This is an optimization exercise on Yosys and OpenROAD, whose aim is small area and a short achievable clock period, not a production implementation. Where RTL was checked, it was by simulation tests only, not by an equivalence proof against the original.

==> module egress_arb, before the edit <==
module egress_arb (
    input  wire        clk,
    input  wire        rst,           
    input  wire [15:0] req,           
    input  wire [15:0] fits,          
    input  wire [79:0] flits,         
    input  wire        map_we,        
    input  wire [3:0]  map_idx,
    input  wire [3:0]  map_val,
    input  wire        commit,        
    input  wire [15:0] clr,           
    output wire        gnt,           
    output wire [3:0]  gnt_idx,       
    output reg  [3:0]  last_win,      
    output wire        busy,          
    output wire [15:0] in_backoff,
    output wire [15:0] capped,        
    output wire [63:0] act_map        
);
    localparam integer KB = 8;        
    reg  [3:0]  map_sh  [0:15];
    reg  [3:0]  map_act [0:15];
    reg  [13:0] lf      [0:15];       
    reg  [15:0] inbo;                 
    reg  [15:0] cf;                   
    reg  [12:0] age     [0:15];       
    reg         p1, p2, p3, p4, p5;   
    reg  [15:0] parts;                
    reg  [15:0] sel;                  
    reg  [3:0]  win;
    reg  [3:0]  win_in;
    reg  [4:0]  scnt;                 
    reg  [1:0]  ssub;
    reg         busy_r;
    reg         cmt_pend;
    wire [15:0] present = req & fits & ~inbo;
    genvar g;
    generate
        for (g = 0; g < 16; g = g + 1) begin : g_map
            assign act_map[4*g +: 4] = map_act[g];
        end
    endgenerate
    assign in_backoff = inbo;
    assign gnt     = p5;
    assign gnt_idx = win;
    assign busy    = busy_r;
    wire idle     = ~(p1 | p2 | p3 | p4 | p5);
    wire any_pres = |present;
    wire open_now = idle & ~busy_r & any_pres;
    reg [15:0] ca;
    reg [3:0]  a_in;
    reg        anyb;
    always @(*) begin
        ca = parts;
        for (ba = 3; ba >= 0; ba = ba - 1) begin
            anyb = 1'b0;
            for (ia = 0; ia < 16; ia = ia + 1)
                anyb = anyb | (ca[ia] & map_act[ia][ba]);
            a_in[ba] = anyb;
            for (ia = 0; ia < 16; ia = ia + 1)
                ca[ia] = ca[ia] & (map_act[ia][ba] | ~anyb);
        end
        for (ba = 12; ba >= KB; ba = ba - 1) begin
            anyb = 1'b0;
            for (ia = 0; ia < 16; ia = ia + 1)
                anyb = anyb | (ca[ia] & age[ia][ba]);
            for (ia = 0; ia < 16; ia = ia + 1)
                ca[ia] = ca[ia] & (age[ia][ba] | ~anyb);
        end
    end
    reg [15:0] cb;
    reg [15:0] wb;
    reg [3:0]  wi;
    reg        anyz, anyc, taken;
    reg [15:0] lowz;
    always @(*) begin
        cb = sel;
        for (ib = 0; ib < 16; ib = ib + 1)
            lowz[ib] = (age[ib][KB-1:0] == {KB{1'b0}});
        anyz = 1'b0;
        for (ib = 0; ib < 16; ib = ib + 1)
            anyz = anyz | (cb[ib] & lowz[ib]);
        for (ib = 0; ib < 16; ib = ib + 1)
            cb[ib] = cb[ib] & (lowz[ib] | ~anyz);
        for (bb = KB - 1; bb >= 0; bb = bb - 1) begin
            anyc = 1'b0;
            for (ib = 0; ib < 16; ib = ib + 1)
                anyc = anyc | (cb[ib] & age[ib][bb]);
            for (ib = 0; ib < 16; ib = ib + 1)
                cb[ib] = cb[ib] & (age[ib][bb] | ~anyc);
        end
        taken = 1'b0;
        wb = 16'd0;
        wi = 4'd0;
        for (ib = 0; ib < 16; ib = ib + 1) begin
            wb[ib] = cb[ib] & ~taken;
            if (cb[ib] & ~taken) wi = ib[3:0];
            taken = taken | cb[ib];
        end
    end
    reg [4:0] win_flits;
    integer iw, ia, ba, ib, bb;
    always @(*) begin
        win_flits = 5'd0;
        for (iw = 0; iw < 16; iw = iw + 1)
            win_flits = win_flits | (flits[5*iw +: 5] & {5{sel[iw]}});
    end
    wire scnt_gt2 = (scnt[4] | scnt[3] | scnt[2] | (scnt[1] & scnt[0]));
    wire cmt_any   = commit | cmt_pend;
    wire cmt_apply = cmt_any & idle & ~open_now;
    always @(posedge clk) begin
        if (rst) begin
            p1       <= 1'b0;
            p2       <= 1'b0;
            p3       <= 1'b0;
            p4       <= 1'b0;
            p5       <= 1'b0;
            scnt     <= 5'd0;
            ssub     <= 2'd0;
            busy_r   <= 1'b0;
            cmt_pend <= 1'b0;
            last_win <= 4'd0;
        end else begin
            p1 <= open_now;
            p2 <= p1;
            p3 <= p2 & any_pres;
            p4 <= p3;
            p5 <= p4;
            if (p5)
                last_win <= win_in;
            busy_r <= p4 | p5 | ssub[1] | scnt_gt2;
            if (p5) begin
                ssub <= 2'd2;
                scnt <= win_flits;
            end else if (ssub != 2'd0) begin
                ssub <= ssub - 2'd1;
            end else if (scnt_gt2) begin
                ssub <= 2'd2;
                scnt <= scnt - 5'd2;
            end
            cmt_pend <= cmt_any & ~cmt_apply;
        end
        if (p2)
            parts <= present;
        if (p3) begin
            sel    <= ca;
            win_in <= a_in;
        end
        if (p4) begin
            sel <= wb;
            win <= wi;
        end
    end
    wire [3:0] val_d1 = map_val | {4{rst}};
    wire [3:0] val_d0 = map_val & {4{~rst}};
    reg [3:0]  sh_n, sh_d;
    reg [13:0] lf_n;
    reg [13:0] lf_lo;
    reg        kill, lose;
    integer i, b;
    always @(posedge clk) begin
        for (i = 0; i < 16; i = i + 1) begin
            for (b = 0; b < 4; b = b + 1)
                sh_d[b] = (((i < 8) ? 4'd12 : i - 8) >> b) & 1 ? val_d1[b] : val_d0[b];
            sh_n = (rst || (map_we && map_idx == i[3:0])) ? sh_d : map_sh[i];
            map_sh[i] <= sh_n;
            if (rst || cmt_apply)
                map_act[i] <= sh_n;
            if (rst || !req[i] || (p5 && sel[i]))
                age[i] <= 13'd0;
            else
                age[i] <= age[i] + {12'd0, ~age[i][12]};
            kill  = rst | clr[i] | (p5 & sel[i]);
            lose  = p5 & parts[i] & ~sel[i];
            lf_lo = {1'b0, lf[i][12:0]} + {13'd0, lose | inbo[i]};
            lf_n  = {lf[i][13] | lf_lo[13], lf_lo[12:0]};
            if (kill) begin
                lf[i]   <= 14'd16;
                inbo[i] <= 1'b0;
                cf[i]   <= 1'b0;
            end else begin
                lf[i]   <= lf_n;
                inbo[i] <= lose | (inbo[i] & (lf[i][13] ? ~lf_lo[13] :
                                              |(lf[i][12:0] & lf_lo[12:0])));
                cf[i]   <= cf[i] | (lose & lf[i][13]);
            end
        end
    end
    reg [3:0]  cap_lo [0:15];
    reg [3:0]  cap_hi [0:15];
    reg [15:0] capped_r;
    integer ic, ac, bc;
    always @(*) begin
        for (ic = 0; ic < 16; ic = ic + 1)
            for (ac = 0; ac < 4; ac = ac + 1) begin
                cap_lo[ic][ac] = cf[ic] & (map_act[ic][1:0] == ac[1:0]);
                cap_hi[ic][ac] = (map_act[ic][3:2] == ac[1:0]);
            end
        for (bc = 0; bc < 4; bc = bc + 1)
            for (ac = 0; ac < 4; ac = ac + 1) begin
                capped_r[4*bc+ac] = 1'b0;
                for (ic = 0; ic < 16; ic = ic + 1)
                    capped_r[4*bc+ac] = capped_r[4*bc+ac] |
                                        (cap_lo[ic][ac] & cap_hi[ic][bc]);
            end
    end
    assign capped = capped_r;
endmodule
==> flow/config.mk <==
export PLATFORM = sky130hd
export DESIGN_NAME = egress_arb
export DESIGN_NICKNAME = egress_arb
export VERILOG_FILES = /design/flow/design.v
export SDC_FILE = /design/flow/constraint.sdc
export NUM_CORES = 4
export LEC_CHECK = 0
export CAP_MARGIN = 20
export CORE_MARGIN = 2
export CORE_UTILIZATION = 50
export SLEW_MARGIN = 20
==> flow/constraint.sdc <==
create_clock -name core_clock -period 42.0 [get_ports {clk}]
set_input_delay 8.4000 -clock core_clock [delete_from_list [all_inputs] [get_ports {clk}]]
set_output_delay 8.4000 -clock core_clock [all_outputs]
set_load 0.01 [all_outputs]
standard.sh (not shown) runs the stock make flow with config.mk's settings and CLKGATE_MAP_FILE= SYNTH_SCRIPT=/design/flow/synth_recipe.tcl, a recipe that flattens the netlist after the stock synthesis.
==> flow/flow/run.sh <==
#!/bin/bash
# Standard ORFS layout, with the combinational logic of the standard
# synthesis re-mapped by ABC for area (registers kept as synthesized), and
# small port buffers, timing repair aimed near the clock period the
# CAPPED outputs set, and a clock tree with larger sink clusters. Each tool's output goes to a log in this folder.
set -euo pipefail
W=$PWD
R=$W/orfs/results/$FLOW_PLATFORM/egress_arb/base
LIB=$FLOW_HOME/platforms/$FLOW_PLATFORM/lib/sky130_fd_sc_hd__tt_025C_1v80.lib
YOSYS=$FLOW_HOME/../tools/install/yosys/bin/yosys
[ -x "$YOSYS" ] || YOSYS=yosys

# 1. the standard synthesis, unchanged
bash standard.sh synth > $W/log_1_synth.txt 2>&1

# 2. re-map its combinational logic; registers stay as they are
python3 flow/mkmap.py $LIB $W/cells_map.v > $W/log_2_mkmap.txt 2>&1
cp $R/1_2_yosys.v $W/std_1_2_yosys.v
DU=""
for c in sky130_fd_sc_hd__probe_p_8 sky130_fd_sc_hd__probec_p_8 sky130_fd_sc_hd__lpflow_*; do
  DU="$DU -dont_use $c"
done
$YOSYS -p "read_liberty -lib $LIB; read_verilog $W/std_1_2_yosys.v; hierarchy -top $FLOW_TOP; \
  techmap -map $W/cells_map.v; techmap; opt -purge; \
  abc -liberty $LIB $DU -script $W/flow/area.abc; opt_clean -purge; \
  hilomap -singleton -hicell sky130_fd_sc_hd__conb_1 HI -locell sky130_fd_sc_hd__conb_1 LO; \
  insbuf -buf sky130_fd_sc_hd__buf_4 A X; splitnets; opt_clean -purge; \
  write_verilog -noattr -noexpr -nohex -nodec $W/resyn_1_2_yosys.v; stat -liberty $LIB" \
  > $W/log_3_resyn.txt 2>&1
cp $W/resyn_1_2_yosys.v $R/1_2_yosys.v
rm -f $R/1_synth.odb $R/1_synth.sdc

# 3. the rest of the standard layout
bash standard.sh finish "BUFFER_PORTS_ARGS=-buffer_cell sky130_fd_sc_hd__buf_2" \
  SETUP_SLACK_MARGIN=30.9 \
  "CTS_ARGS=-sink_clustering_enable -repair_clock_nets -sink_clustering_size 30 -sink_clustering_max_diameter 100 -dont_use_dummy_load" \
  > $W/log_4_layout.txt 2>&1
Other scripts of this flow, unchanged in this note and not shown: flow/flow/area.abc, flow/flow/mkmap.py
Change:
--- a/flow/design.v
+++ b/flow/design.v
@@ -16,9 +16,9 @@
     output wire [15:0] in_backoff,
     output wire [15:0] capped,        
     output wire [63:0] act_map        
 );
-    localparam integer KB = 8;        
+    localparam integer KB = 7;        
     reg  [3:0]  map_sh  [0:15];
     reg  [3:0]  map_act [0:15];
     reg  [13:0] lf      [0:15];       
     reg  [15:0] inbo;                 
Effect:
- The new run went through all stages and came out clean
- synthesized cell count goes down slightly
- final cell count came out lower slightly
- wire length grows by a few percent
- count of clock-buffer cells in the layout stays the same
- critical path depth does not change
For the first run of this note, only the layout was checked, not whether the RTL still works.

-- static timing again, ports no longer ideal --
How much do the figures lean on ideal ports? The routed layouts below were timed once more, with nothing changed but the port constraints. Step 1 assumes that a clkbuf_16 drives the clock port and a buf_2 every other input. Step 2 also shifts input and output timing later by t, the mid clock arrival at the registers, as if the neighbouring blocks saw the same clock. a / b / c = ideal ports / drivers / drivers and shift; a / b = the first two.
run	t, ns	slack for setup (ns)	cell pins on the clock port's net
the first run	0.685	30.833 / 30.766 / 30.682	1
the second run	0.684	30.781 / 30.712 / 30.524	1
After both steps every run listed still meets setup and hold. The setup slack of the second run, which loses most, moves by -0.069 ns with the drivers and by -0.257 ns with both steps.
